Context: an optimization exercise on an open-source flow, tuned for small area, a short achievable clock period and few clock cycles per item. The choices shown serve that exercise and are no tape-out recipe. RTL that was checked went through simulation tests only; none was proved equivalent to the original. No functional check of the RTL was part of runs 6 and 7.

==> flow/design.v <==
module flow_hash (
    input  wire         clk,
    input  wire         rst,
    input  wire         req_valid,
    output wire         req_ready,
    input  wire [319:0] req_key,
    input  wire [5:0]   req_len,
    input  wire [127:0] req_seed,
    input  wire [23:0]  req_nbuckets,
    output wire         resp_valid,
    input  wire         resp_ready,
    output wire [63:0]  resp_hash,
    output wire [23:0]  resp_bucket1,
    output wire [23:0]  resp_bucket2
);
    function [63:0] rotl(input [63:0] x, input integer b);
        rotl = (x << b) | (x >> (64 - b));
    endfunction
    function [63:0] add64(input [63:0] a, input [63:0] b);
        reg [63:0] g, p, gn, pn;
        integer i, l;
        begin
            g = a & b;
            p = a ^ b;
            for (l = 0; l < 6; l = l + 1) begin
                gn = g;
                pn = p;
                for (i = 0; i < 64; i = i + 1)
                    if ((i >> l) & 1) begin
                        gn[i] = g[i] | (p[i] & g[((i >> l) << l) - 1]);
                        pn[i] = p[i] & p[((i >> l) << l) - 1];
                    end
                g = gn;
                p = pn;
            end
            add64 = a ^ b ^ {g[62:0], 1'b0};
        end
    endfunction
    wire [2:0] last_blk = req_len[5:3];
    function [63:0] msg_word(input [2:0] j, input [319:0] k, input [5:0] l);
        integer b;
        reg [63:0] w;
        begin
            case (j)
                3'd0: w = k[63:0];
                3'd1: w = k[127:64];
                3'd2: w = k[191:128];
                3'd3: w = k[255:192];
                3'd4: w = k[319:256];
                default: w = 64'd0;
            endcase
            if (j == l[5:3]) begin
                for (b = 0; b < 7; b = b + 1)
                    if (b >= l[2:0]) w[8*b +: 8] = 8'd0;
                w[63:56] = {2'b00, l};
            end
            msg_word = w;
        end
    endfunction
    reg         busy;        
    reg  [2:0]  blk;         
    reg         second;      
    reg         fin;         
    reg  [1:0]  fcnt;        
    reg  [63:0] v0, v1, v2, v3;
    wire [63:0] m_cur  = msg_word(blk, req_key, req_len);
    wire [63:0] m_next = msg_word((busy && !fin) ? blk + 3'd1 : 3'd0, req_key, req_len);
    wire [63:0] a0 = add64(v0, v1);
    wire [63:0] b1 = rotl(v1, 13) ^ a0;
    wire [63:0] a2 = add64(v2, v3);
    wire [63:0] b3 = rotl(v3, 16) ^ a2;
    wire [63:0] c0 = add64(rotl(a0, 32), b3);       
    wire [63:0] c3 = rotl(b3, 21) ^ c0;             
    wire [63:0] c2 = add64(a2, b1);
    wire [63:0] c1 = rotl(b1, 17) ^ c2;             
    wire [63:0] n2 = rotl(c2, 32);                  
    wire [63:0] hash = c2 ^ n2 ^ rotl(b1, 17) ^ rotl(b3, 21);
    wire blk_end  = busy && !fin && second;
    wire last_end = blk_end && (blk == last_blk);
    wire take_rnd = busy && fin && (fcnt == 2'd2);    
    wire last_rnd = busy && fin && (fcnt == 2'd3);    
    wire load     = !busy || last_rnd;                
    reg  [63:0] hash_r;
    reg  [23:0] nb;
    reg  [23:0] rem_lo, rem_hi;
    reg  [4:0]  dcnt;        
    reg         rvalid;
    reg         pend;        
    wire slot_free = (dcnt == 5'd0) && !rvalid && !pend;
    assign req_ready = take_rnd && slot_free;
    wire take = req_ready && req_valid;
    wire        sk22 = |nb[23:22];
    wire        sk18 = |nb[23:18];
    wire        sk12 = |nb[23:12];
    wire        sk6  = |nb[23:6];
    reg  [23:0] below;
    integer q;
    always @(*) begin
        below[23] = 1'b0;
        for (q = 22; q >= 0; q = q - 1)
            below[q] = below[q+1] | nb[q+1];
    end
    wire        pow2  = ~|(nb & below);
    wire [4:0]  steps = pow2 ? 5'd0 : sk22 ? 5'd5 : sk18 ? 5'd7 : sk12 ? 5'd10 : sk6 ? 5'd13 : 5'd16;
    function [23:0] rem_init(input [31:0] x, input p2, input [23:0] msk,
                             input s22, input s18, input s12, input s6);
        rem_init = p2  ? x[23:0] & msk :
                   s22 ? {2'b0, x[31:10]} : s18 ? {6'b0, x[31:14]} :
                   s12 ? {12'b0, x[31:20]} : s6 ? {18'b0, x[31:26]} : 24'd0;
    endfunction
    function [1:0] dig_init(input [31:0] x, input s22, input s18, input s12, input s6);
        dig_init = s22 ? x[9:8] : s18 ? x[13:12] : s12 ? x[19:18] : s6 ? x[25:24] : x[31:30];
    endfunction
    wire [4:0] to_take = {1'b0, last_blk, 1'b0} + 5'd5;
    wire [4:0] dwait   = last_rnd ? steps + 5'd2 : (dcnt != 5'd0 || rvalid) ? dcnt + 5'd1 : 5'd0;
    wire       start   = load && req_valid && (dwait <= to_take);
    always @(posedge clk) begin
        if (rst) begin
            busy <= 1'b0;
        end else if (load) begin
            busy   <= start;
            blk    <= 3'd0;
            second <= 1'b0;
            fin    <= 1'b0;
            fcnt   <= 2'd0;
        end else begin
            second <= ~second;
            if (fin)
                fcnt <= fcnt + 2'd1;
            if (blk_end) begin
                blk <= blk + 3'd1;
                if (last_end)
                    fin <= 1'b1;
            end
            if (take_rnd && !slot_free)
                busy <= 1'b0;
        end
    end
    always @(posedge clk) begin
        if (load) begin
            v0 <= req_seed[63:0]   ^ 64'h736F6D6570736575;
            v1 <= req_seed[127:64] ^ 64'h646F72616E646F6D;
            v2 <= req_seed[63:0]   ^ 64'h6C7967656E657261;
            v3 <= req_seed[127:64] ^ 64'h7465646279746573 ^ m_next;
        end else begin
            v0 <= c0 ^ (blk_end ? m_cur : 64'd0);
            v1 <= c1;
            v2 <= n2 ^ (last_end ? 64'hFF : 64'd0);
            v3 <= c3 ^ ((blk_end && !last_end) ? m_next : 64'd0);
        end
    end
    function [23:0] div_step(input [23:0] r, input [1:0] d, input [23:0] n);
        reg [24:0] t;
        reg [25:0] s;
        integer k;
        begin
            for (k = 1; k >= 0; k = k - 1) begin
                t = {r, d[k]};
                s = {1'b0, t} - {2'b00, n};
                r = s[25] ? t[23:0] : s[23:0];
            end
            div_step = r;
        end
    endfunction
    reg  [1:0] dig_lo, dig_hi;
    reg  [1:0] ndig_lo, ndig_hi;
    integer j;
    always @(*) begin
        ndig_lo = 2'd0;
        ndig_hi = 2'd0;
        for (j = 2; j <= 16; j = j + 1)
            if (dcnt == j[4:0]) begin
                ndig_lo = hash_r[2*j-3 -: 2];
                ndig_hi = hash_r[32+2*j-3 -: 2];
            end
    end
    always @(posedge clk) begin
        if (take)
            nb <= req_nbuckets;
        if (pend) begin
            hash_r <= hash;
            rem_lo <= rem_init(hash[31:0],  pow2, below, sk22, sk18, sk12, sk6);
            rem_hi <= rem_init(hash[63:32], pow2, below, sk22, sk18, sk12, sk6);
            dig_lo <= dig_init(hash[31:0],  sk22, sk18, sk12, sk6);
            dig_hi <= dig_init(hash[63:32], sk22, sk18, sk12, sk6);
        end else if (dcnt != 5'd0) begin
            rem_lo <= div_step(rem_lo, dig_lo, nb);
            rem_hi <= div_step(rem_hi, dig_hi, nb);
            dig_lo <= ndig_lo;
            dig_hi <= ndig_hi;
        end
    end
    always @(posedge clk) begin
        if (rst) begin
            pend   <= 1'b0;
            dcnt   <= 5'd0;
            rvalid <= 1'b0;
        end else begin
            pend <= take;
            if (pend) begin
                dcnt   <= steps;
                rvalid <= pow2;
            end else if (dcnt != 5'd0) begin
                dcnt <= dcnt - 5'd1;
                if (dcnt == 5'd1)
                    rvalid <= 1'b1;
            end else if (rvalid && resp_ready) begin
                rvalid <= 1'b0;
            end
        end
    end
    assign resp_valid   = rvalid;
    assign resp_hash    = hash_r;
    assign resp_bucket1 = rem_lo;
    assign resp_bucket2 = (rem_hi == rem_lo) ? (rem_lo ^ 24'd1) : rem_hi;
endmodule
==> flow/flow/run.sh <==
#!/bin/bash
# The standard layout, with every port buffered by a plain buf_1 instead of
# the delay buffer that buffer_ports picks by default, and timing repair
# aiming for 6 ns of setup slack. Each ORFS step keeps its own log under
# orfs/logs; make's own output goes to standard.log.
set -euo pipefail
export BUFFER_PORTS_ARGS="-buffer_cell sky130_fd_sc_hd__buf_1"
bash standard.sh SETUP_SLACK_MARGIN=6 finish > standard.log 2>&1
==> flow/standard.sh <==
#!/bin/bash
# synth_recipe.tcl (not shown) runs the flow's synth.tcl, then flattens the netlist and writes it again
# the make line also repeats each setting of config.mk as NAME=value (left out here)
make -C /OpenROAD-flow-scripts/flow DESIGN_CONFIG=/design/flow/config.mk WORK_HOME=/design/flow/orfs CLKGATE_MAP_FILE= SYNTH_SCRIPT=/design/flow/synth_recipe.tcl "${@:-finish}"
==> flow/config.mk <==
export PLATFORM = sky130hd
export DESIGN_NAME = flow_hash
export DESIGN_NICKNAME = flow_hash
export VERILOG_FILES = /design/flow/design.v
export SDC_FILE = /design/flow/constraint.sdc
export NUM_CORES = 4
export LEC_CHECK = 0
export ABC_AREA = 1
export CAP_MARGIN = 20
export CORE_MARGIN = 2
export CORE_UTILIZATION = 40
export SLEW_MARGIN = 20
==> flow/constraint.sdc <==
create_clock -name core_clock -period 12.0 [get_ports {clk}]
set_input_delay 2.4000 -clock core_clock [delete_from_list [all_inputs] [get_ports {clk}]]
set_output_delay 2.4000 -clock core_clock [all_outputs]
set_load 0.01 [all_outputs]
==> results.json, run 1 <==
{
  "status": "complete, no violations",
  "crit_chain": "buf_1 -> buf_6 -> inv_1 -> nand2_1 -> a21oi_1 -> nand2_1 -> inv_2 -> nand2_1 -> nand2_1 -> a21oi_1 -> nand2_1 -> xnor2_1 -> xor2_1 -> o21ai_0",
  "post_drt_wl_per_cell_um": 31.0,
  "max_slew.worst_pin.slew_ns": 1.19,
  "grt_pass1_wl_mm": 402,
  "grt_overflow": 0,
  "reg2reg_from": "v3[0]$_DFF_P_",
  "insertion_delay_ns": 0.70,
  "ant_nets": 0,
  "yosysSeqAreaShare_pct": 20.6,
  "wirelength_mm": 301,
  "min_path_type": "reg -> reg",
  "cts_root_buf": "clkbuf_16",
  "synth_seq_cells": 411,
  "gp_congestion": 1.14,
  "synth_nets": 8334,
  "timing.critical_path.mode_cell": "nand2_1",
  "die-area_um2": 121000,
  "placed_cells": 9445,
  "period_share_pct": 50.7,
  "cts_made_buffers": 55,
  "fmax_mhz": 164,
  "relSlewSlack_pct": 20.0,
  "syn_area_per_cell_um2": 6.32,
  "slew_violations": 0,
  "syn_inst": 7461,
  "clk_pin_slew_ns": 0.06,
  "crit_buf_inv": 4,
  "yosysWarnings": 1,
  "cp.arrival_ns": 6.59,
  "track_usage_pct": 47.7,
  "required_ns": 12.51,
  "critPathMaxStageDelay_ns": 0.70,
  "cts.sinks": 411,
  "cp-startpoint": "req_len[4]",
  "fp.dieW_um": 347,
  "cts_tree": "yes",
  "via_per_inst": 5.92,
  "setup_viol_count_final": 0,
  "ctsLongestPathBuffers": 3,
  "ioPinCount": 596,
  "critPathCaptureType": "flip-flop",
  "antenna_found_initial": 30,
  "ys_types": 67,
  "crit_path_start_kind": "input pin",
  "hold_start": "busy$_SDFFE_PP0P_",
  "drtIter0Drc": 7766,
  "dr.pass1.iters": 6,
  "setup_tns_ns": 0,
  "final.min_clock_period_ns": 6.08,
  "crit_family": "compound AO/OA/AOI/OAI gates",
  "grt_max_degree": 88,
  "htreeDepth": 2,
  "post-route-util_pct": 49.5,
  "async_flop_share_pct": 0,
  "dp_hpwl_mm": 251,
  "synth-edff-count": 147,
  "fin_cells": 9716,
  "ctsHoldBuffers": 0,
  "die_h_um": 347,
  "cp_slowest_cell": "o21ai_0",
  "drive_gt1_share_pct": 12.3,
  "core_area_um2": 117000,
  "initial_core_util_pct": 40.4,
  "num_vias": 57500,
  "holdWs_ns": 0.578,
  "rsz0062_at_grt": "true",
  "syn-cell-area_um2": 47100,
  "portBuffers": 595,
  "hold_viol": 0,
  "drc": 0,
  "final_net_count": 9006,
  "drv_cap": 0,
  "finalClockSkew_ns": 0.0350,
  "worstPathMaxFanout": 15,
  "area_growth_pct": 22.5,
  "critical_path_class": "in -> reg",
  "grt_pass1_vias": 52000,
  "row_count": 125,
  "ys.flop_type": "dfxtp_1"
}
[per-layer routing]
| metal | wire length, um | track usage [%] |
|---|---|---|
| met2 | 126000 | 72.0 |
| met3 | 33600 | 11.4 |
| met5 | 82 | 0 |
| met1 | 109000 | 56.5 |
| met4 | 32200 | 42.0 |
[Yosys cell counts (28+ instances only)]
cell type     n  area (um^2)
nand2_1    2191         8220
inv_1      1099         4130
nand3_1     521         2610
a21oi_1     435         2180
o21ai_0     426         2130
nor2_1      410         1540
ha_1        363         4540
xor2_1      301         2640
dfxtp_1     264         5290
xnor2_1     187         1640
o22ai_1     182         1140
edfxtp_1    147         4410
clkbuf_1    145          544
or2_2        83          519
nand3b_1     59          443
a221oi_1     58          508
a211oi_1     53          398
nor3_1       47          235
o211ai_1     42          315
o21bai_1     39          293
nand4_1      38          238
a21o_1       31          233
fa_1         28          561
[state kept, by name (all words and copies together), names as in the netlist]
| register | flops |
|---|---|
| blk | 3 |
| busy | 1 |
| dcnt | 5 |
| dig_hi | 2 |
| dig_lo | 2 |
| fcnt | 2 |
| fin | 1 |
| hash_r | 64 |
| nb | 24 |
| pend | 1 |
| rem_hi | 24 |
| rem_lo | 24 |
| rvalid | 1 |
| second | 1 |
| v0 | 64 |
| v1 | 64 |
| v2 | 64 |
| v3 | 64 |
[worst min-delay path: cells and delay by family (launching register included)]
kind / cells / cell delay [ns]
flops: 1 / 0.33
simple gates: 2 / 0.21
[cell families (layout without fill, tap and decap cells)]
| logic type | count (synthesis) | after routing | synth area share, % |
|---|---|---|---|
| buffers and inverters | 1308 | 2015 | 10.6 |
| muxes | 4 | 4 | 0.0850 |
| xor gates and xnor gates | 506 | 506 | 9.88 |
| adders and majority gates | 391 | 391 | 10.8 |
| DFF | 411 | 411 | 20.6 |
| and+or+nand+nor | 3430 | 3438 | 30.5 |
| other | 0 | 16 | 0 |
| AOI/OAI and AO/OA | 1411 | 1411 | 17.5 |
[placed cells by master (no fill, tap or decap), drive strengths merged, types with 24 or more instances in the layout]
| cell type | count |
|---|---|
| buf | 803 |
| clkbuf | 67 |
| xnor2 | 187 |
| xor2 | 305 |
| ha | 363 |
| nor3 | 48 |
| a211oi | 53 |
| o21ai | 448 |
| o22ai | 182 |
| a31oi | 27 |
| or2 | 90 |
| nand2 | 2211 |
| dfxtp | 264 |
| nand3 | 524 |
| fa | 28 |
| inv | 1098 |
| a21o | 31 |
| a22oi | 28 |
| o211ai | 42 |
| a21oi | 441 |
| and2 | 24 |
| edfxtp | 147 |
| nand4 | 38 |
| o21bai | 39 |
| nand3b | 59 |
| a221oi | 58 |
| nor2 | 429 |
[through the flow]
step	area [um^2]	worst slack, ns
detailed placement	51000	3.37
floorplan	47100	6.64
CTS	55100	5.84
global placement	51000	3.23
global route	57700	5.86
finish	57700	5.92
[worst paths after layout]
path / to / slack, ns / depth (start not counted)
setup / recovery: v3[2]$_DFF_P_ / 5.92 / 14
hold / removal: pend$_SDFF_PP0_ / 0.58 / 2
setup reg to reg: v3[33]$_DFF_P_ / 5.95 / 30
hold reg to reg: pend$_SDFF_PP0_ / 0.58 / 2
[layout make-up]
class	instances	area [um^2]
Clock buffer	66	1460
Fill cell	12200	58800
Antenna cell	16	40.0
Sequential cell	411	9720
Timing Repair Buffer	804	3980
Tap cell	1524	1910
Clock inverter	34	440
Multi-Input combinational cell	5750	35900
Inverter	1111	4280
[repair_timing]
item                                    4_1_cts  5_1_grt
endpoints found under the setup margin      290      188
setup buffers                                56       90
resized for setup                           369      426
cloned                                        6        3
pin swaps                                    42       90
Testbench counts, summed over its fixed seeds: cycles 36,872, items 3,200.
==> run 2: changes to the inputs <==
==> flow/flow/run.sh (replaced) <==
#!/bin/bash
# The standard layout, with every port buffered by a plain buf_1 instead of
# the delay buffer that buffer_ports picks by default, and timing repair
# aiming for 5 ns of setup slack. Each ORFS step keeps its own log under
# orfs/logs; make's own output goes to standard.log.
set -euo pipefail
export BUFFER_PORTS_ARGS="-buffer_cell sky130_fd_sc_hd__buf_1"
bash standard.sh SETUP_SLACK_MARGIN=5 finish > standard.log 2>&1
==> results.json, run 2 <==
{
  "ioPinCount": 596,
  "max_slew.worst_pin.slew_ns": 1.22,
  "drive_gt1_share_pct": 5.23,
  "fp.dieW_um": 347,
  "wirelength_mm": 296,
  "via_per_inst": 5.91,
  "ant_nets": 0,
  "dr.pass1.iters": 9,
  "status": "complete, no violations",
  "cts.sinks": 411,
  "relSlewSlack_pct": 18.4,
  "drv_cap": 0,
  "yosysWarnings": 1,
  "finalClockSkew_ns": 0.0243,
  "yosys-top-cells-area": "nand2_1 17%, dfxtp_1 11%, ha_1 9.6%, edfxtp_1 9.4%, inv_1 8.8%",
  "post-place-ws_ns": 3.37,
  "synth_adder_area_share_pct": 10.8,
  "synth_top_family_by_area": "simple AND/OR/NAND/NOR gates",
  "ctsLongestPathBuffers": 3,
  "critical_path_class": "reg -> reg",
  "final_common_cell": "nand2_1",
  "min_path_type": "reg -> reg",
  "drc": 0,
  "ys.flop_type": "dfxtp_1",
  "grt_use_met3_pct": 11.3,
  "ys_types": 67,
  "yosys.area_share.simple_pct": 30.5,
  "cts_tree": "yes",
  "fmax_mhz": 144,
  "portBuffers": 595,
  "crit_path_start_kind": "flip-flop",
  "reg2regPathDepth": 28,
  "cts_made_buffers": 55,
  "placed_cells": 9445,
  "fin_cells": 9583,
  "die_h_um": 347,
  "worstPathMaxFanout": 13,
  "synth_nets": 8334,
  "r2r-end": "rem_lo[1]$_DFFE_PN_",
  "busiest_layer": "met2",
  "insertion_delay_ns": 0.70,
  "die-area_um2": 121000,
  "yosysSeqAreaShare_pct": 20.6,
  "syn_inst": 7461,
  "syn-cell-area_um2": 47100,
  "rsz0062_at_grt": "true",
  "required_ns": 12.44,
  "synth_mux_area_share_pct": 0.0850,
  "critPathMaxStageDelay_ns": 0.62,
  "slew_violations": 0,
  "synth_top_area_cell": "nand2_1",
  "r2r_setup_slack_ns": 5.03,
  "row_count": 125,
  "core_area_um2": 117000,
  "syn_area_per_cell_um2": 6.32,
  "hold_end": "pend$_SDFF_PP0_",
  "clk_pin_slew_ns": 0.07,
  "placed_cell_area_um2": 51000,
  "final_net_count": 8866,
  "use_met2_pct": 71.3,
  "layout_common_cells": "2166 x nand2_1, 1089 x inv_1, 595 x buf_1, 516 x nand3_1, 424 x a21oi_1",
  "area_growth_pct": 13.9,
  "track_usage_pct": 47.3,
  "synth_top_area_share_pct": 17.5,
  "holdPathStages": 2,
  "post_drt_wl_per_cell_um": 30.9,
  "cp.arrival_ns": 7.40,
  "grt_overflow": 0,
  "async_flop_share_pct": 0,
  "reg2reg_from": "v1[0]$_DFF_P_",
  "drtIter0Drc": 7550,
  "hold_viol": 0,
  "timing.critical_path.mode_cell": "nand2_1",
  "grt_pass1_wl_mm": 398,
  "period_share_pct": 58.1,
  "cp_slowest_cell": "xor2_1",
  "setup_ws_ns": 5.03,
  "num_vias": 56600,
  "synth_xor_area_share_pct": 9.88,
  "dp_hpwl_mm": 251,
  "gp_congestion": 1.14,
  "synth-edff-count": 147,
  "setup_viol_count_final": 0,
  "crit_family": "simple AND/OR/NAND/NOR gates",
  "design_area_um2": 53600,
  "antenna_found_initial": 34,
  "crit_buf_inv": 3,
  "synth_seq_cells": 411,
  "setup_tns_ns": 0,
  "use_met1_pct": 56.3,
  "synth_common_cells": "2191 x nand2_1, 1099 x inv_1, 521 x nand3_1, 435 x a21oi_1, 426 x o21ai_0",
  "initial_core_util_pct": 40.4,
  "yosysMostFrequentCell": "nand2_1",
  "htreeDepth": 2,
  "synth_compound_area_share_pct": 17.5,
  "final.min_clock_period_ns": 6.97,
  "cts_root_buf": "clkbuf_16",
  "hold_start": "busy$_SDFFE_PP0P_",
  "grt_pass1_vias": 51400,
  "grt_max_degree": 88,
  "critPathCaptureType": "flip-flop"
}
## run 2: cell count changes in the layout (fill, tap and decap cells not counted), sizes merged
cell | before | now
clkbuf | 67 | 66
diode | 16 | 23
clkinvlp | 21 | 10
buf | 803 | 670
nand2 | 2211 | 2206
clkinv | 17 | 16
nor2 | 429 | 428
inv | 1098 | 1110
## run 2: what timing repair did
item	4_1_cts	5_1_grt
resized for setup	43	82
gates cloned	2	0
pin swaps	3	4
endpoints found under the setup margin	111	67
setup buffers	1	12
hold buffers	0	0
## run 2: worst max path at each step
stage,end,slack (ns),cells past startpoint,from
4_1_cts,rem_lo[1]$_DFFE_PN_,4.83,34,v1[0]$_DFF_P_
2_1_floorplan,rem_hi[1]$_DFFE_PN_,6.64,32,v1[0]$_DFF_P_
3_3_place_gp,rem_lo[1]$_DFFE_PN_,3.23,33,v1[0]$_DFF_P_
6_report,rem_lo[1]$_DFFE_PN_,5.03,28,v1[0]$_DFF_P_
5_1_grt,rem_lo[8]$_DFFE_PN_,4.87,32,v1[4]$_DFF_P_
3_5_place_dp,rem_lo[1]$_DFFE_PN_,3.37,33,v1[0]$_DFF_P_
## run 2: kinds of logic after synthesis
family                     count (synthesis)
buffers and inverters                   1308
muxes                                      4
DFF                                      411
xor gates and xnor gates                 506
and+or+nand+nor                         3430
adders and majority gates                391
AOI/OAI and AO/OA                       1411
## run 2: stage by stage
stage	utilization, %	hold WS, ns
2_1_floorplan	-	0.511
3_3_place_gp	43.8	0.554
3_5_place_dp	43.8	0.564
4_1_cts	45.6	0.575
5_1_grt	46.0	0.622
6_report	46.0	0.577
## run 2: metal layers
| metal | wire length (um) | up-vias |
|---|---|---|
| met3 | 33300 | 936 |
| met1 | 108000 | 26200 |
| met5 | 62 | - |
| li1 | - | 25600 |
| met4 | 31700 | 10 |
| met2 | 123000 | 3877 |
## run 2: layout make-up
| class | instances | area [um^2] |
|---|---|---|
| Timing Repair Buffer | 670 | 2800 |
| Clock inverter | 34 | 440 |
| Inverter | 1111 | 4200 |
| Multi-Input combinational cell | 5744 | 33100 |
| Antenna cell | 23 | 57.6 |
| Sequential cell | 411 | 9710 |
| Fill cell | 12500 | 62900 |
| Clock buffer | 66 | 1460 |
| Tap cell | 1524 | 1910 |
## run 2: worst reg2reg max path: cells and delay by family, from the launching register on
family / cells / cell delay (ns)
DFF: 1 / 0.36
and+or+nand+nor: 17 / 2.95
xor gates and xnor gates: 3 / 1.20
buffers and inverters: 3 / 0.33
adders and majority gates: 5 / 1.87
==> run 3: changes to the inputs <==
==> flow/flow/run.sh (replaced) <==
#!/bin/bash
# The standard layout, with every port buffered by a plain buf_1 instead of
# the delay buffer that buffer_ports picks by default, and timing repair
# aiming for 7 ns of setup slack. Each ORFS step keeps its own log under
# orfs/logs; make's own output goes to standard.log.
set -euo pipefail
export BUFFER_PORTS_ARGS="-buffer_cell sky130_fd_sc_hd__buf_1"
bash standard.sh SETUP_SLACK_MARGIN=7 finish > standard.log 2>&1
==> results.json, run 3 <==
{
  "status": "complete, no violations",
  "final.min_clock_period_ns": 5.82,
  "r2r-end": "rem_hi[8]$_DFFE_PN_",
  "worstPathMaxFanout": 7,
  "finalClockSkew_ns": 0.0466,
  "synth-edff-count": 147,
  "yosys-top-cells-area": "nand2_1 17%, dfxtp_1 11%, ha_1 9.6%, edfxtp_1 9.4%, inv_1 8.8%",
  "fp.dieW_um": 347,
  "required_ns": 12.44,
  "yosysWarnings": 1,
  "critPathMaxStageDelay_ns": 0.41,
  "cts.sinks": 411,
  "cp-endpoint": "rem_hi[8]$_DFFE_PN_",
  "dp_hpwl_mm": 244,
  "core_area_um2": 117000,
  "cts_made_buffers": 54,
  "critical_path_class": "reg -> reg",
  "ys.flop_type": "dfxtp_1",
  "drive_gt1_share_pct": 31.0,
  "insertion_delay_ns": 0.73,
  "synth_common_cells": "2191 x nand2_1, 1099 x inv_1, 521 x nand3_1, 435 x a21oi_1, 426 x o21ai_0",
  "hold_viol": 0,
  "final_net_count": 9492,
  "crit_path_start_kind": "flip-flop",
  "final_common_cell": "nand2_1",
  "max_slew.worst_pin.slew_ns": 1.30,
  "gp_congestion": 1.12,
  "holdWs_ns": 0.569,
  "post-route-util_pct": 60.6,
  "reg2regPathDepth": 38,
  "row_count": 125,
  "cts_tree": "yes",
  "wirelength_mm": 313,
  "multi_input_area_um2": 43500,
  "dr.pass1.iters": 7,
  "post_drt_wl_per_cell_um": 30.7,
  "seq_area_um2": 9790,
  "drtIter0Drc": 7550,
  "fmax_mhz": 172,
  "ioPinCount": 596,
  "grt_max_degree": 139,
  "antenna_found_initial": 33,
  "setup_viol_count_final": 0,
  "period_share_pct": 48.5,
  "critPathCaptureType": "flip-flop",
  "cts_root_buf": "clkbuf_16",
  "htreeDepth": 2,
  "yosysSeqAreaShare_pct": 20.6,
  "ctsLongestPathBuffers": 3,
  "via_per_inst": 6.01,
  "synth_top_area_cell": "nand2_1",
  "drc": 0,
  "rsz0062_at_grt": "true",
  "cp-startpoint": "v1[0]$_DFF_P_",
  "drv_cap": 0,
  "area_growth_pct": 49.8,
  "slew_violations": 0,
  "reg2reg_from": "v1[0]$_DFF_P_",
  "ant_nets": 0,
  "grt_overflow": 0,
  "async_flop_share_pct": 0,
  "track_usage_pct": 48.9,
  "r2r_setup_slack_ns": 6.18,
  "initial_core_util_pct": 40.4,
  "grt_pass1_vias": 55700,
  "die-area_um2": 121000,
  "portBuffers": 595,
  "cp.arrival_ns": 6.26,
  "min_path_type": "reg -> reg",
  "synth_nets": 8334,
  "yosysMostFrequentCell": "nand2_1",
  "setup_tns_ns": 0,
  "synth_top_area_share_pct": 17.5,
  "clk_pin_slew_ns": 0.06,
  "grt_pass1_wl_mm": 416,
  "num_vias": 61400,
  "syn-cell-area_um2": 47100,
  "nFillCells": 10800,
  "cp_slowest_cell": "fa_2",
  "timing.critical_path.mode_cell": "nand2_2",
  "syn_inst": 7461,
  "layout_common_cells": "1548 x nand2_1, 955 x inv_1, 593 x buf_1, 455 x buf_4, 366 x nand2_2",
  "synth_seq_cells": 411,
  "relSlewSlack_pct": 13.0,
  "syn_area_per_cell_um2": 6.32,
  "ys_types": 67,
  "die_h_um": 347
}
run 3: cell type report:
class	count	area share (%)
Inverter	1111	6.32
Clock buffer	73	2.17
Antenna cell	23	0.0815
Tap cell	1524	2.70
Multi-Input combinational cell	5752	61.7
Sequential cell	411	13.9
Timing Repair Buffer	1288	12.6
Timing Repair inverter	1	0.0124
Clock inverter	28	0.599
run 3: stage by stage:
stage	worst slack (ns)	instance area (um^2)	std cells
5_1_grt	6.13	70600	10200
6_report	6.18	70600	10200
2_1_floorplan	7.02	47200	7461
3_3_place_gp	4.19	51100	9442
4_1_cts	6.44	64900	9983
3_5_place_dp	4.24	51100	9443
run 3: worst min path at each step:
stage / depth (start not counted) / startpoint / end / slack [ns]
final: 1 / second$_SDFFCE_PN0N_ / second$_SDFFCE_PN0N_ / 0.57
after global routing: 1 / second$_SDFFCE_PN0N_ / second$_SDFFCE_PN0N_ / 0.61
after CTS: 1 / second$_SDFFCE_PN0N_ / second$_SDFFCE_PN0N_ / 0.57
after detailed placement: 1 / second$_SDFFCE_PN0N_ / second$_SDFFCE_PN0N_ / 0.55
after global placement: 1 / second$_SDFFCE_PN0N_ / second$_SDFFCE_PN0N_ / 0.55
after floorplan: 2 / busy$_SDFFE_PP0P_ / pend$_SDFF_PP0_ / 0.51
run 3: kinds of logic after synthesis:
logic type	Yosys count	share of synthesized area (%)
AND/OR/NAND/NOR	3430	30.5
AO/OA/AOI/OAI	1411	17.5
buffers and inverters	1308	10.6
XOR/XNOR	506	9.88
flip-flops	411	20.6
adder cells (fa/ha/maj)	391	10.8
multiplexers	4	0.0850
run 3: timing repair:
| item | 4_1_cts | 5_1_grt |
|---|---|---|
| pin swaps | 440 | 500 |
| setup buffers | 425 | 205 |
| hold buffers | 0 | 0 |
| resized for setup | 1923 | 941 |
| setup endpoints to repair | 338 | 305 |
| gates cloned | 14 | 0 |
run 3: critical path, delay by kind of cell (launching register included):
kind                     cells  cell delay, ns
XOR/XNOR                     1            0.34
AND/OR/NAND/NOR             28            3.11
buffers and inverters        6            0.79
adder cells (fa/ha/maj)      3            0.88
flip-flops                   1            0.36
run 3: layer usage:
metal	track usage, %	vias up	share of wire [%]
li1	-	26800	-
met1	56.1	28800	35
met2	72.1	4461	41
met4	47.4	26	12
met5	0.0800	-	0.067
met3	14.4	1335	12
==> run 4: changes to the inputs <==
==> flow/run.sh (new file) <==
#!/bin/bash
# synth_recipe.tcl (not shown) runs the flow's synth.tcl, then flattens the netlist and writes it again
# the make line also repeats each setting of config.mk as NAME=value (left out here)
make -C /OpenROAD-flow-scripts/flow DESIGN_CONFIG=/design/flow/config.mk WORK_HOME=/design/flow/orfs CLKGATE_MAP_FILE= SYNTH_SCRIPT=/design/flow/synth_recipe.tcl finish
removed: flow/flow/run.sh
removed: flow/standard.sh
==> results.json, run 4 <==
{
  "synth_common_cells": "2191 x nand2_1, 1099 x inv_1, 521 x nand3_1, 435 x a21oi_1, 426 x o21ai_0",
  "cp_slowest_cell": "xnor2_1",
  "worstPathMaxFanout": 25,
  "reg2reg_from": "v1[0]$_DFF_P_",
  "initial_core_util_pct": 40.4,
  "wirelength_mm": 291,
  "cts_resized": 0,
  "dr.pass1.iters": 9,
  "placed_cell_area_um2": 54700,
  "synth_top_area_share_pct": 17.5,
  "critical_path_class": "reg -> reg",
  "grt_max_degree": 175,
  "htreeDepth": 2,
  "fp.dieW_um": 347,
  "cp-startpoint": "v1[0]$_DFF_P_",
  "finalClockSkew_ns": 0.0565,
  "hold_viol": 0,
  "layout_common_cells": "2188 x nand2_1, 1094 x inv_1, 595 x clkdlybuf4s50_1, 521 x nand3_1, 434 x a21oi_1",
  "final_net_count": 8846,
  "max_slew.worst_pin.slew_ns": 1.35,
  "grt_pass1_vias": 51600,
  "yosysMostFrequentCell": "nand2_1",
  "cp-endpoint": "rem_hi[1]$_DFFE_PN_",
  "setup_viol_count_final": 0,
  "cts_tree": "yes",
  "portBuffers": 595,
  "syn_area_per_cell_um2": 6.32,
  "yosysWarnings": 1,
  "critPathCaptureType": "flip-flop",
  "required_ns": 12.42,
  "core_area_um2": 117000,
  "drive_gt1_share_pct": 3.80,
  "syn_inst": 7461,
  "grt_pass1_wl_mm": 393,
  "die_h_um": 347,
  "nFillCells": 12000,
  "yosys-top-cells-area": "nand2_1 17%, dfxtp_1 11%, ha_1 9.6%, edfxtp_1 9.4%, inv_1 8.8%",
  "via_per_inst": 5.93,
  "post_drt_wl_per_cell_um": 30.4,
  "rsz0062_at_grt": "false",
  "yosysSeqAreaShare_pct": 20.6,
  "period_share_pct": 73.3,
  "cts_made_buffers": 54,
  "setup_ws_ns": 3.21,
  "gp_congestion": 1.15,
  "synth_top_area_cell": "nand2_1",
  "drv_cap": 0,
  "design_area_um2": 56700,
  "r2r-end": "rem_hi[1]$_DFFE_PN_",
  "ctsLongestPathBuffers": 3,
  "final.min_clock_period_ns": 8.79,
  "antenna_found_initial": 30,
  "async_flop_share_pct": 0,
  "die-area_um2": 121000,
  "clk_pin_slew_ns": 0.06,
  "cts_root_buf": "clkbuf_16",
  "fmax_mhz": 114,
  "timing.critical_path.mode_cell": "nand2_1",
  "drtIter0Drc": 6988,
  "track_usage_pct": 46.4,
  "ctsHoldBuffers": 0,
  "synth-edff-count": 147,
  "cts_setup_buffers": 0,
  "status": "complete, no violations",
  "syn-cell-area_um2": 47100,
  "critPathMaxStageDelay_ns": 0.81,
  "final_common_cell": "nand2_1",
  "insertion_delay_ns": 0.70,
  "ys_types": 67,
  "crit_path_start_kind": "flip-flop",
  "ant_nets": 0,
  "post-place-ws_ns": 3.65,
  "setup_tns_ns": 0,
  "grt_overflow": 0,
  "dp_hpwl_mm": 246,
  "cts.sinks": 411,
  "relSlewSlack_pct": 9.24,
  "row_count": 125,
  "cp.arrival_ns": 9.22,
  "reg2regPathDepth": 35,
  "ys.flop_type": "dfxtp_1",
  "drc": 0,
  "area_growth_pct": 20.4,
  "synth_seq_cells": 411,
  "slew_violations": 0,
  "min_path_type": "reg -> reg",
  "ioPinCount": 596,
  "synth_nets": 8334,
  "r2r_setup_slack_ns": 3.21,
  "num_vias": 56700
}
[run 4: cell counts after synthesis]
No cell type changed its count.
[run 4: how the worst min path moves through the flow]
stage	from	to	slack [ns]	depth (start not counted)
2_1_floorplan	busy$_SDFFE_PP0P_	pend$_SDFF_PP0_	0.51	2
3_3_place_gp	rvalid$_SDFFE_PP0P_	rvalid$_SDFFE_PP0P_	0.57	3
3_5_place_dp	second$_SDFFCE_PN0N_	second$_SDFFCE_PN0N_	0.56	1
4_1_cts	second$_SDFFCE_PN0N_	second$_SDFFCE_PN0N_	0.58	1
5_1_grt	second$_SDFFCE_PN0N_	second$_SDFFCE_PN0N_	0.61	1
6_report	second$_SDFFCE_PN0N_	second$_SDFFCE_PN0N_	0.58	1
[run 4: metrics by stage]
step | hold slack (ns) | utilization (%) | std cells
6_report | 0.582 | 48.7 | 9558
5_1_grt | 0.610 | 48.7 | 9547
4_1_cts | 0.581 | 48.6 | 9539
3_5_place_dp | 0.560 | 46.9 | 9440
3_3_place_gp | 0.570 | 46.9 | 9440
2_1_floorplan | 0.511 | - | 7461
[run 4: worst max-delay path: cells and delay by family, from the launching register on]
kind | cells | cell delay [ns]
AND/OR/NAND/NOR | 22 | 4.11
XOR/XNOR | 2 | 1.44
adder cells (fa/ha/maj) | 3 | 1.08
AO/OA/AOI/OAI | 3 | 0.34
buffers and inverters | 5 | 0.92
flip-flops | 1 | 0.59
[run 4: metal layers]
metal | global-route usage, % | vias up | part of all wire (%)
li1 | - | 25500 | -
met1 | 54.9 | 26200 | 36
met2 | 69.3 | 3925 | 41
met3 | 12.3 | 947 | 12
met4 | 40.1 | 16 | 11
met5 | 0 | - | 0.039
[run 4: kinds of logic after synthesis]
| group | count (synthesis) | synth area share, % |
|---|---|---|
| AND/OR/NAND/NOR | 3430 | 30.5 |
| AO/OA/AOI/OAI | 1411 | 17.5 |
| buffers and inverters | 1308 | 10.6 |
| XOR/XNOR | 506 | 9.88 |
| flip-flops | 411 | 20.6 |
| adder cells (fa/ha/maj) | 391 | 10.8 |
| multiplexers | 4 | 0.0850 |
[run 4: cell type report]
type                    count  area (um^2)  share of cell area [%]
clock buffers              75         1530                    2.70
diodes                     18         45.0                  0.0794
repair buffers            653         6410                    11.3
flip-flops and latches    411         9700                    17.1
inverters                1111         4180                    7.36
multi-input cells        5742        32500                    57.3
well taps                1524         1910                    3.36
clock inverters            24          452                   0.796
==> run 5: changes to the inputs <==
==> flow/flow/run.sh (new file) <==
#!/bin/bash
# The standard layout, with every port buffered by a plain buf_1 instead of
# the delay buffer that buffer_ports picks by default. Each ORFS step keeps
# its own log under orfs/logs; make's own output goes to standard.log.
set -euo pipefail
export BUFFER_PORTS_ARGS="-buffer_cell sky130_fd_sc_hd__buf_1"
bash standard.sh > standard.log 2>&1
==> flow/standard.sh (new file) <==
#!/bin/bash
# synth_recipe.tcl (not shown) runs the flow's synth.tcl, then flattens the netlist and writes it again
# the make line also repeats each setting of config.mk as NAME=value (left out here)
make -C /OpenROAD-flow-scripts/flow DESIGN_CONFIG=/design/flow/config.mk WORK_HOME=/design/flow/orfs CLKGATE_MAP_FILE= SYNTH_SCRIPT=/design/flow/synth_recipe.tcl "${@:-finish}"
removed: flow/run.sh
==> results.json, run 5 <==
{
  "status": "complete, no violations",
  "ant_nets": 0,
  "period_share_pct": 74.9,
  "required_ns": 12.42,
  "r2r_setup_slack_ns": 3.01,
  "reg2regPathDepth": 33,
  "ys.flop_type": "dfxtp_1",
  "die_h_um": 347,
  "syn_area_per_cell_um2": 6.32,
  "cts_resized": 0,
  "drive_gt1_share_pct": 3.95,
  "antenna_found_initial": 37,
  "rsz0062_at_grt": "false",
  "async_flop_share_pct": 0,
  "yosys-top-cells-area": "nand2_1 17%, dfxtp_1 11%, ha_1 9.6%, edfxtp_1 9.4%, inv_1 8.8%",
  "yosysMostFrequentCell": "nand2_1",
  "gp_congestion": 1.14,
  "ctsLongestPathBuffers": 3,
  "critPathCaptureType": "flip-flop",
  "r2r-end": "rem_lo[1]$_DFFE_PN_",
  "holdWs_ns": 0.575,
  "synth_common_cells": "2191 x nand2_1, 1099 x inv_1, 521 x nand3_1, 435 x a21oi_1, 426 x o21ai_0",
  "drv_cap": 0,
  "final_common_cell": "nand2_1",
  "synth_seq_cells": 411,
  "finalClockSkew_ns": 0.0207,
  "syn-cell-area_um2": 47100,
  "cts_setup_buffers": 0,
  "cp_slowest_cell": "xnor2_1",
  "via_per_inst": 5.89,
  "drc": 0,
  "final.min_clock_period_ns": 8.99,
  "max_slew.worst_pin.slew_ns": 1.22,
  "synth_top_area_share_pct": 17.5,
  "grt_max_degree": 88,
  "ys_types": 67,
  "post-place-ws_ns": 3.37,
  "setup_tns_ns": 0,
  "grt_pass1_vias": 51200,
  "portBuffers": 595,
  "hold_viol": 0,
  "die-area_um2": 121000,
  "track_usage_pct": 47.1,
  "row_count": 125,
  "cts_made_buffers": 55,
  "nFillCells": 12600,
  "syn_inst": 7461,
  "crit_path_start_kind": "flip-flop",
  "slew_violations": 0,
  "multi_input_area_um2": 32600,
  "grt_overflow": 0,
  "critical_path_class": "reg -> reg",
  "cp.arrival_ns": 9.41,
  "layout_common_cells": "2187 x nand2_1, 1095 x inv_1, 595 x buf_1, 521 x nand3_1, 435 x a21oi_1",
  "relSlewSlack_pct": 18.6,
  "min_path_type": "reg -> reg",
  "timing.critical_path.mode_cell": "nand2_1",
  "post_drt_wl_per_cell_um": 30.9,
  "seq_area_um2": 9700,
  "critPathMaxStageDelay_ns": 0.75,
  "hold_end": "pend$_SDFF_PP0_",
  "dr.pass1.iters": 7,
  "initial_core_util_pct": 40.4,
  "dp_hpwl_mm": 251,
  "grt_pass1_wl_mm": 397,
  "cp-startpoint": "v1[0]$_DFF_P_",
  "wirelength_mm": 295,
  "synth-edff-count": 147,
  "num_vias": 56300,
  "yosysWarnings": 1,
  "drtIter0Drc": 7722,
  "synth_nets": 8334,
  "ctsHoldBuffers": 0,
  "reg2reg_from": "v1[0]$_DFF_P_",
  "cts_root_buf": "clkbuf_16",
  "setup_viol_count_final": 0,
  "worstPathMaxFanout": 25,
  "holdPathStages": 2,
  "yosysSeqAreaShare_pct": 20.6,
  "cts_tree": "yes",
  "final_net_count": 8852,
  "clk_pin_slew_ns": 0.06,
  "htreeDepth": 2,
  "synth_top_area_cell": "nand2_1",
  "setup_ws_ns": 3.01,
  "ioPinCount": 596,
  "insertion_delay_ns": 0.69,
  "hold_start": "busy$_SDFFE_PP0P_",
  "area_growth_pct": 12.5,
  "fp.dieW_um": 347,
  "core_area_um2": 117000,
  "fmax_mhz": 111,
  "cts.sinks": 411
}
## run 5: metal layers
layer	GRT usage, %	up-vias	wire [um]
li1	-	25600	-
met1	55.8	26100	109000
met2	71.5	3691	123000
met3	11.8	898	32400
met4	39.9	26	30600
met5	0	-	168
## run 5: critical path: cells and delay by family (launching register included)
family | cells | cell delay, ns
AO/OA/AOI/OAI | 2 | 0.37
XOR/XNOR | 3 | 1.65
adder cells (fa/ha/maj) | 4 | 1.70
buffers and inverters | 4 | 0.69
flip-flops | 1 | 0.37
AND/OR/NAND/NOR | 20 | 3.85
## run 5: worst max path at each step
stage / to / slack (ns) / cells past startpoint
after floorplan: rem_hi[1]$_DFFE_PN_ / 6.64 / 32
after global placement: rem_lo[1]$_DFFE_PN_ / 3.23 / 33
after detailed placement: rem_lo[1]$_DFFE_PN_ / 3.37 / 33
after CTS: rem_lo[1]$_DFFE_PN_ / 3.33 / 33
after global routing: rem_lo[1]$_DFFE_PN_ / 3.01 / 37
final: rem_lo[1]$_DFFE_PN_ / 3.01 / 33
## run 5: cell families (layout without fill, tap and decap cells)
family	after synthesis	count (layout)	share of synthesized area, %
xor gates and xnor gates	506	506	9.88
adders and majority gates	391	391	10.8
buffers and inverters	1308	1869	10.6
DFF	411	411	20.6
other	0	15	0
AOI/OAI and AO/OA	1411	1411	17.5
and+or+nand+nor	3430	3430	30.5
muxes	4	4	0.0850
## run 5: area by class of cell
| type | count | area share, % |
|---|---|---|
| repair buffers | 658 | 5.12 |
| inverters | 1111 | 7.88 |
| multi-input cells | 5742 | 61.4 |
| well taps | 1524 | 3.60 |
| diodes | 15 | 0.0708 |
| flip-flops and latches | 411 | 18.3 |
| clock inverters | 34 | 0.831 |
| clock buffers | 66 | 2.75 |
## run 5: per-stage QoR
step / util, % / area [um^2] / instances
2_1_floorplan: - / 47100 / 7461
3_3_place_gp: 43.8 / 51000 / 9444
3_5_place_dp: 43.8 / 51000 / 9445
4_1_cts: 45.4 / 52900 / 9545
5_1_grt: 45.5 / 53000 / 9555
6_report: 45.5 / 53000 / 9561
==> run 6: changes to the inputs <==
--- a/flow/design.v
+++ b/flow/design.v
@@ -88,3 +88,4 @@
     reg         pend;        
-    wire slot_free = (dcnt == 5'd0) && !rvalid && !pend;
+    reg         pend2;       
+    wire slot_free = (dcnt == 5'd0) && !rvalid && !pend && !pend2;
     assign req_ready = take_rnd && slot_free;
@@ -114,3 +115,3 @@
     wire [4:0] to_take = {1'b0, last_blk, 1'b0} + 5'd5;
-    wire [4:0] dwait   = last_rnd ? steps + 5'd2 : (dcnt != 5'd0 || rvalid) ? dcnt + 5'd1 : 5'd0;
+    wire [4:0] dwait   = last_rnd ? steps + 5'd3 : pend2 ? steps + 5'd2 : (dcnt != 5'd0 || rvalid) ? dcnt + 5'd1 : 5'd0;
     wire       start   = load && req_valid && (dwait <= to_take);
@@ -179,8 +180,9 @@
             nb <= req_nbuckets;
-        if (pend) begin
+        if (pend)
             hash_r <= hash;
-            rem_lo <= rem_init(hash[31:0],  pow2, below, sk22, sk18, sk12, sk6);
-            rem_hi <= rem_init(hash[63:32], pow2, below, sk22, sk18, sk12, sk6);
-            dig_lo <= dig_init(hash[31:0],  sk22, sk18, sk12, sk6);
-            dig_hi <= dig_init(hash[63:32], sk22, sk18, sk12, sk6);
+        if (pend2) begin
+            rem_lo <= rem_init(hash_r[31:0],  pow2, below, sk22, sk18, sk12, sk6);
+            rem_hi <= rem_init(hash_r[63:32], pow2, below, sk22, sk18, sk12, sk6);
+            dig_lo <= dig_init(hash_r[31:0],  sk22, sk18, sk12, sk6);
+            dig_hi <= dig_init(hash_r[63:32], sk22, sk18, sk12, sk6);
         end else if (dcnt != 5'd0) begin
@@ -195,2 +197,3 @@
             pend   <= 1'b0;
+            pend2  <= 1'b0;
             dcnt   <= 5'd0;
@@ -198,4 +201,5 @@
         end else begin
-            pend <= take;
-            if (pend) begin
+            pend  <= take;
+            pend2 <= pend;
+            if (pend2) begin
                 dcnt   <= steps;
==> flow/flow/run.sh (replaced) <==
#!/bin/bash
# The standard layout, with every port buffered by a plain buf_1 instead of
# the delay buffer that buffer_ports picks by default, and timing repair
# aiming for 6 ns of setup slack. Each ORFS step keeps its own log under
# orfs/logs; make's own output goes to standard.log.
set -euo pipefail
export BUFFER_PORTS_ARGS="-buffer_cell sky130_fd_sc_hd__buf_1"
bash standard.sh SETUP_SLACK_MARGIN=6 finish > standard.log 2>&1
==> results.json, run 6 <==
{
  "cp.arrival_ns": 6.55,
  "async_flop_share_pct": 0,
  "drtIter0Drc": 7400,
  "insertion_delay_ns": 0.70,
  "die_h_um": 352,
  "synth_top_area_share_pct": 18.0,
  "cp_slowest_cell": "dfxtp_1",
  "synth_nets": 8693,
  "reg2reg_from": "v3[39]$_DFF_P_",
  "synth_top_family_by_area": "simple AND/OR/NAND/NOR gates",
  "setup_viol_count_final": 0,
  "drive_gt1_share_pct": 6.62,
  "crit_family": "simple AND/OR/NAND/NOR gates",
  "clk_pin_slew_ns": 0.06,
  "critPathCaptureType": "flip-flop",
  "grt_max_degree": 90,
  "period_share_pct": 50.0,
  "portBuffers": 595,
  "yosys-top-cells-area": "nand2_1 18%, dfxtp_1 11%, ha_1 9.4%, inv_1 9.3%, edfxtp_1 9.1%",
  "ctsLongestPathBuffers": 3,
  "htreeDepth": 2,
  "grt_overflow": 0,
  "die-area_um2": 124000,
  "ys_types": 73,
  "track_usage_pct": 47.3,
  "setup_tns_ns": 0,
  "dr.pass1.iters": 9,
  "nFillCells": 12900,
  "hold_end": "rvalid$_SDFFE_PP0P_",
  "status": "complete, no violations",
  "crit_buf_inv": 4,
  "rsz0062_at_grt": "true",
  "min_path_type": "reg -> reg",
  "ys.flop_type": "dfxtp_1",
  "ant_nets": 0,
  "final_net_count": 9250,
  "hold_viol": 0,
  "ioPinCount": 596,
  "reg2regPathDepth": 26,
  "critical_path_class": "reg -> reg",
  "synth_adder_area_share_pct": 10.6,
  "grt_pass1_wl_mm": 413,
  "synth_mux_area_share_pct": 0.0413,
  "dp_hpwl_mm": 259,
  "via_per_inst": 5.87,
  "synth_top_area_cell": "nand2_1",
  "synth-edff-count": 147,
  "crit_path_start_kind": "flip-flop",
  "layout_common_cells": "2263 x nand2_1, 1191 x inv_1, 630 x nand3_1, 595 x buf_1, 423 x o21ai_0",
  "synth_xor_area_share_pct": 8.31,
  "required_ns": 12.55,
  "worstPathMaxFanout": 7,
  "area_growth_pct": 15.6,
  "synth_seq_cells": 412,
  "critPathMaxStageDelay_ns": 0.66,
  "slew_violations": 0,
  "final_common_cell": "nand2_1",
  "row_count": 127,
  "drv_cap": 0,
  "fp.dieW_um": 352,
  "yosys.area_share.simple_pct": 32.1,
  "max_slew.worst_pin.slew_ns": 1.21,
  "finalClockSkew_ns": 0.0331,
  "yosysWarnings": 1,
  "timing.critical_path.mode_cell": "nand2_1",
  "cts_made_buffers": 55,
  "syn-cell-area_um2": 48500,
  "initial_core_util_pct": 40.4,
  "syn_inst": 7817,
  "hold_start": "rvalid$_SDFFE_PP0P_",
  "cts.sinks": 412,
  "gp_congestion": 1.13,
  "yosysSeqAreaShare_pct": 20.0,
  "synth_common_cells": "2328 x nand2_1, 1207 x inv_1, 632 x nand3_1, 440 x o21ai_0, 407 x a21oi_1",
  "fmax_mhz": 167,
  "r2r_setup_slack_ns": 6.00,
  "ctsHoldBuffers": 0,
  "synth_compound_area_share_pct": 17.5,
  "grt_pass1_vias": 53800,
  "wirelength_mm": 309,
  "r2r-end": "v0[59]$_DFF_P_",
  "relSlewSlack_pct": 18.5,
  "cts_root_buf": "clkbuf_16",
  "syn_area_per_cell_um2": 6.20,
  "post_drt_wl_per_cell_um": 30.7,
  "drc": 0,
  "core_area_um2": 120000,
  "post-place-ws_ns": 4.71,
  "num_vias": 59100,
  "antenna_found_initial": 36,
  "final.min_clock_period_ns": 6.00,
  "setup_ws_ns": 6.00,
  "yosysMostFrequentCell": "nand2_1",
  "cts_tree": "yes",
  "holdPathStages": 2
}
-- run 6: cell types whose count changed in the layout (fill, tap and decap cells not counted), moves of 20 or more --
cell | previous run | this run
xor2_1 | 300 | 238
nand2_1 | 2187 | 2263
nand2_2 | 15 | 53
nand3b_1 | 59 | 79
a21oi_1 | 435 | 396
xnor2_1 | 181 | 149
nand3_1 | 521 | 630
nor2_1 | 405 | 375
o21ai_1 | 22 | 53
inv_1 | 1095 | 1191
buf_4 | 61 | 102
-- run 6: tightest hold or removal path: stages (launching register included) --
cell and delay, ns:
dfxtp_1 0.35, nand2_1 0.08, a21oi_1 0.06
-- run 6: worst max path at each step --
stage | from | to | slack, ns | cells past startpoint
floorplan | v1[0]$_DFF_P_ | hash_r[33]$_DFFE_PP_ | 6.98 | 32
global route | nb[16]$_DFFE_PP_ | rem_lo[12]$_DFFE_PN_ | 5.90 | 28
global placement | v3[0]$_DFF_P_ | v3[33]$_DFF_P_ | 4.74 | 32
CTS | v1[0]$_DFF_P_ | hash_r[1]$_DFFE_PP_ | 6.00 | 33
finish | v3[39]$_DFF_P_ | v0[59]$_DFF_P_ | 6.00 | 26
detailed placement | v3[0]$_DFF_P_ | v3[33]$_DFF_P_ | 4.71 | 32
-- run 6: timing repair --
| action | 4_1_cts | 5_1_grt |
|---|---|---|
| pin swaps | 6 | 34 |
| setup buffers | 4 | 36 |
| setup endpoints to repair | 234 | 208 |
| cloned | 3 | 3 |
| resized for setup | 87 | 176 |
| hold endpoints to repair | 0 | 0 |
-- run 6: final cells by class --
cell class | instances | area [um^2] | area share, %
Multi-Input combinational cell | 5970 | 34500 | 61.5
Antenna cell | 23 | 57.6 | 0.103
Sequential cell | 412 | 9730 | 17.4
Inverter | 1226 | 4630 | 8.27
Clock buffer | 70 | 1550 | 2.76
Clock inverter | 33 | 380 | 0.679
Tap cell | 1612 | 2020 | 3.60
Timing Repair Buffer | 709 | 3200 | 5.72
-- run 6: metal layers --
layer	GRT usage, %	share of wire [%]
met5	0	0.041
met2	72.5	42
met1	53.1	35
met3	11.2	11
met4	47.5	13
-- run 6: cells by family after synthesis --
kind of cell,Yosys count
AOI/OAI and AO/OA,1445
adders and majority gates,394
muxes,2
xor gates and xnor gates,442
buffers and inverters,1441
DFF,412
and+or+nand+nor,3681
-- run 6: stage by stage --
stage	instances	hold WS, ns	util (%)	instance area (um^2)
floorplan	7817	0.524	-	48500
global placement	9883	0.507	43.6	52400
detailed placement	9883	0.513	43.6	52400
CTS	9993	0.533	45.7	54900
global route	10000	0.567	46.6	56000
finish	10100	0.529	46.7	56100
==> run 7: changes to the inputs <==
--- a/flow/design.v
+++ b/flow/design.v
@@ -65,4 +65,6 @@
     reg  [63:0] v0, v1, v2, v3;
-    wire [63:0] m_cur  = msg_word(blk, req_key, req_len);
-    wire [63:0] m_next = msg_word((busy && !fin) ? blk + 3'd1 : 3'd0, req_key, req_len);
+    reg  [63:0] m_cur;
+    wire [63:0] m_next = msg_word((busy && !fin) ? blk + {2'b00, second} : 3'd0, req_key, req_len);
+    always @(posedge clk)
+        m_cur <= m_next;
     wire [63:0] a0 = add64(v0, v1);
--- a/flow/config.mk
+++ b/flow/config.mk
@@ -10,3 +10,3 @@
 export CORE_MARGIN = 2
-export CORE_UTILIZATION = 40
+export CORE_UTILIZATION = 55
 export SLEW_MARGIN = 20
==> results.json, run 7 <==
{
  "status": "complete, no violations",
  "dr.pass1.iters": 10,
  "core_area_um2": 86500,
  "r2r_setup_slack_ns": 5.90,
  "post_drt_wl_per_cell_um": 29.2,
  "critPathCaptureType": "flip-flop",
  "num_vias": 59400,
  "cts.sinks": 476,
  "drive_gt1_share_pct": 8.16,
  "cts_tree": "yes",
  "fmax_mhz": 164,
  "die-area_um2": 89400,
  "critical_path_class": "reg -> reg",
  "grt_pass1_vias": 52800,
  "cp_slowest_cell": "dfxtp_4",
  "yosys-top-cells-area": "nand2_1 18%, dfxtp_1 14%, ha_1 9.5%, edfxtp_1 9.2%, inv_1 8.3%",
  "setup_viol_count_final": 0,
  "final_net_count": 9031,
  "syn-cell-area_um2": 47900,
  "synth-edff-count": 147,
  "setup_tns_ns": 0,
  "grt_max_degree": 165,
  "placed_cells": 9154,
  "synth_top_area_share_pct": 18.4,
  "synth_top_area_cell": "nand2_1",
  "async_flop_share_pct": 0,
  "initial_core_util_pct": 55.3,
  "synth_seq_cells": 476,
  "row_count": 108,
  "reg2regPathDepth": 30,
  "fin_cells": 9383,
  "track_usage_pct": 58.4,
  "hold_viol": 0,
  "holdPathStages": 2,
  "insertion_delay_ns": 0.69,
  "clk_pin_slew_ns": 0.07,
  "cts_made_buffers": 59,
  "syn_area_per_cell_um2": 6.34,
  "r2r-end": "hash_r[41]$_DFFE_PP_",
  "ctsLongestPathBuffers": 3,
  "area_growth_pct": 17.0,
  "wirelength_mm": 274,
  "slew_violations": 0,
  "layout_common_cells": "2258 x nand2_1, 1032 x inv_1, 619 x nand3_1, 595 x buf_1, 478 x o21ai_0",
  "antenna_found_initial": 24,
  "yosysMostFrequentCell": "nand2_1",
  "grt_overflow": 0,
  "ioPinCount": 596,
  "required_ns": 12.41,
  "ys_types": 71,
  "rsz0062_at_grt": "false",
  "final.min_clock_period_ns": 6.10,
  "portBuffers": 595,
  "drtIter0Drc": 9534,
  "htreeDepth": 2,
  "via_per_inst": 6.33,
  "syn_inst": 7551,
  "critPathMaxStageDelay_ns": 0.48,
  "synth_common_cells": "2340 x nand2_1, 1058 x inv_1, 627 x nand3_1, 494 x o21ai_0, 421 x a21oi_1",
  "hold_start": "pend$_SDFF_PP0_",
  "drv_cap": 0,
  "yosysSeqAreaShare_pct": 23.0,
  "max_slew.worst_pin.slew_ns": 1.36,
  "worstPathMaxFanout": 7,
  "ant_nets": 0,
  "drc": 0,
  "min_path_type": "reg -> reg",
  "final_common_cell": "nand2_1",
  "crit_path_start_kind": "flip-flop",
  "cp.arrival_ns": 6.51,
  "fp.dieW_um": 299,
  "hold_end": "pend2$_SDFF_PP0_",
  "grt_pass1_wl_mm": 372,
  "reg2reg_from": "v1[0]$_DFF_P_",
  "finalClockSkew_ns": 0.0408,
  "synth_nets": 8425,
  "gp_congestion": 1.19,
  "die_h_um": 299,
  "relSlewSlack_pct": 9.66,
  "period_share_pct": 50.8,
  "yosysWarnings": 1,
  "timing.critical_path.mode_cell": "nand2_1",
  "ys.flop_type": "dfxtp_1",
  "nFillCells": 8083,
  "cts_root_buf": "clkbuf_16",
  "dp_hpwl_mm": 220
}
==> run 7: cell types whose count changed after synthesis, moves of 10 or more <==
cell	before	now
a211oi_1	57	26
a21o_1	41	25
a21oi_1	407	421
dfxtp_1	265	329
inv_1	1207	1058
nand2_1	2328	2340
nand4_1	38	48
nor2_1	385	396
nor3_1	74	57
o211ai_1	40	58
o21ai_0	440	494
o22ai_1	192	13
xnor2_1	170	154
==> run 7: final cells by class <==
| cell class | count | area, um^2 | area share [%] |
|---|---|---|---|
| Sequential cell | 476 | 11000 | 19.7 |
| Clock inverter | 36 | 424 | 0.757 |
| Tap cell | 1155 | 1450 | 2.58 |
| Multi-Input combinational cell | 5808 | 33900 | 60.5 |
| Clock buffer | 75 | 1620 | 2.89 |
| Antenna cell | 21 | 52.6 | 0.0938 |
| Timing Repair Buffer | 735 | 3490 | 6.24 |
| Inverter | 1077 | 4090 | 7.30 |
==> run 7: critical path: cells and delay by family (launching register included) <==
kind	cells	cell delay, ns
AO/OA/AOI/OAI	4	0.70
flip-flops	1	0.48
XOR/XNOR	3	0.93
AND/OR/NAND/NOR	13	1.62
buffers and inverters	6	0.78
adder cells (fa/ha/maj)	4	1.30
==> run 7: logic make-up after synthesis <==
logic type / Yosys count / share of synthesized area [%]
AOI/OAI and AO/OA: 1290 / 15.4
xor gates and xnor gates: 431 / 8.24
adders and majority gates: 392 / 10.7
buffers and inverters: 1275 / 10.2
DFF: 476 / 23.0
muxes: 4 / 0.0837
and+or+nand+nor: 3683 / 32.4
==> run 7: metal layers <==
| metal | routed length, um | GRT usage [%] | up-vias |
|---|---|---|---|
| met3 | 46000 | 27.2 | 1492 |
| met4 | 35000 | 57.2 | 16 |
| met5 | 91 | 0.159 | - |
| met2 | 104000 | 79.6 | 5324 |
| met1 | 89600 | 65.8 | 26700 |
| li1 | - | - | 25800 |
==> run 7: what timing repair did <==
item	4_1_cts	5_1_grt
setup buffers	41	47
gates resized for setup	176	221
hold buffers	0	0
endpoints found under the setup margin	299	233
pin swaps	25	45
cloned	3	6
==> run 7: worst max-delay path by stage <==
| stage | from | to | depth (start not counted) |
|---|---|---|---|
| 3_3_place_gp | v1[0]$_DFF_P_ | hash_r[0]$_DFFE_PP_ | 28 |
| 6_report | v1[0]$_DFF_P_ | hash_r[41]$_DFFE_PP_ | 30 |
| 5_1_grt | v1[0]$_DFF_P_ | v3[17]$_DFF_P_ | 32 |
| 2_1_floorplan | v1[0]$_DFF_P_ | hash_r[33]$_DFFE_PP_ | 33 |
| 4_1_cts | v1[0]$_DFF_P_ | hash_r[54]$_DFFE_PP_ | 35 |
| 3_5_place_dp | v1[0]$_DFF_P_ | hash_r[0]$_DFFE_PP_ | 28 |
==> run 7: through the flow <==
step | area (um^2) | setup slack [ns] | util, % | hold slack, ns
2_1_floorplan | 47900 | 6.68 | - | 0.490
3_5_place_dp | 51200 | 4.07 | 59.2 | 0.491
5_1_grt | 56000 | 5.90 | 64.7 | 0.506
4_1_cts | 54400 | 5.97 | 63.0 | 0.489
3_3_place_gp | 51200 | 4.00 | 59.2 | 0.475
6_report | 56000 | 5.90 | 64.8 | 0.490

[what the ideal ports hide]
No port has a modelled driver above. Below, the same layouts with a new extraction and two added sets of constraints. Step 1 (the two cells are an assumption about what drives the block):
set clk [get_ports {clk}]
set_driving_cell -lib_cell sky130_fd_sc_hd__clkbuf_16 $clk
set_driving_cell -lib_cell sky130_fd_sc_hd__buf_2 [delete_from_list [all_inputs] $clk]
Step 2 also shifts input and output timing later by t, the mid clock arrival at the registers, as if the neighbouring blocks saw the same clock. Three values: ideal, step 1, step 2; two values: the first two.
| run | t, ns | setup slack, ns | worst setup path at the end |
|---|---|---|---|
| run 1 | 0.773 | 5.921 / 5.952 / 5.207 | input to register |
| run 2 | 0.780 | 5.033 / 5.033 / 4.720 | input to register |
| run 3 | 0.789 | 6.177 / 6.177 / 5.900 | input to register |
| run 4 | 0.754 | 3.209 / 3.209 / 3.209 | register to register |
| run 5 | 0.768 | 3.012 / 3.012 / 3.012 | register to register |
| run 6 | 0.764 | 5.998 / 5.998 / 5.361 | input to register |
| run 7 | 0.752 | 5.901 / 5.901 / 5.812 | input to register |
After both steps setup and hold are still met in every run listed. The setup slack of run 1, which loses most, moves by +0.031 ns with the drivers and by -0.714 ns with both steps.
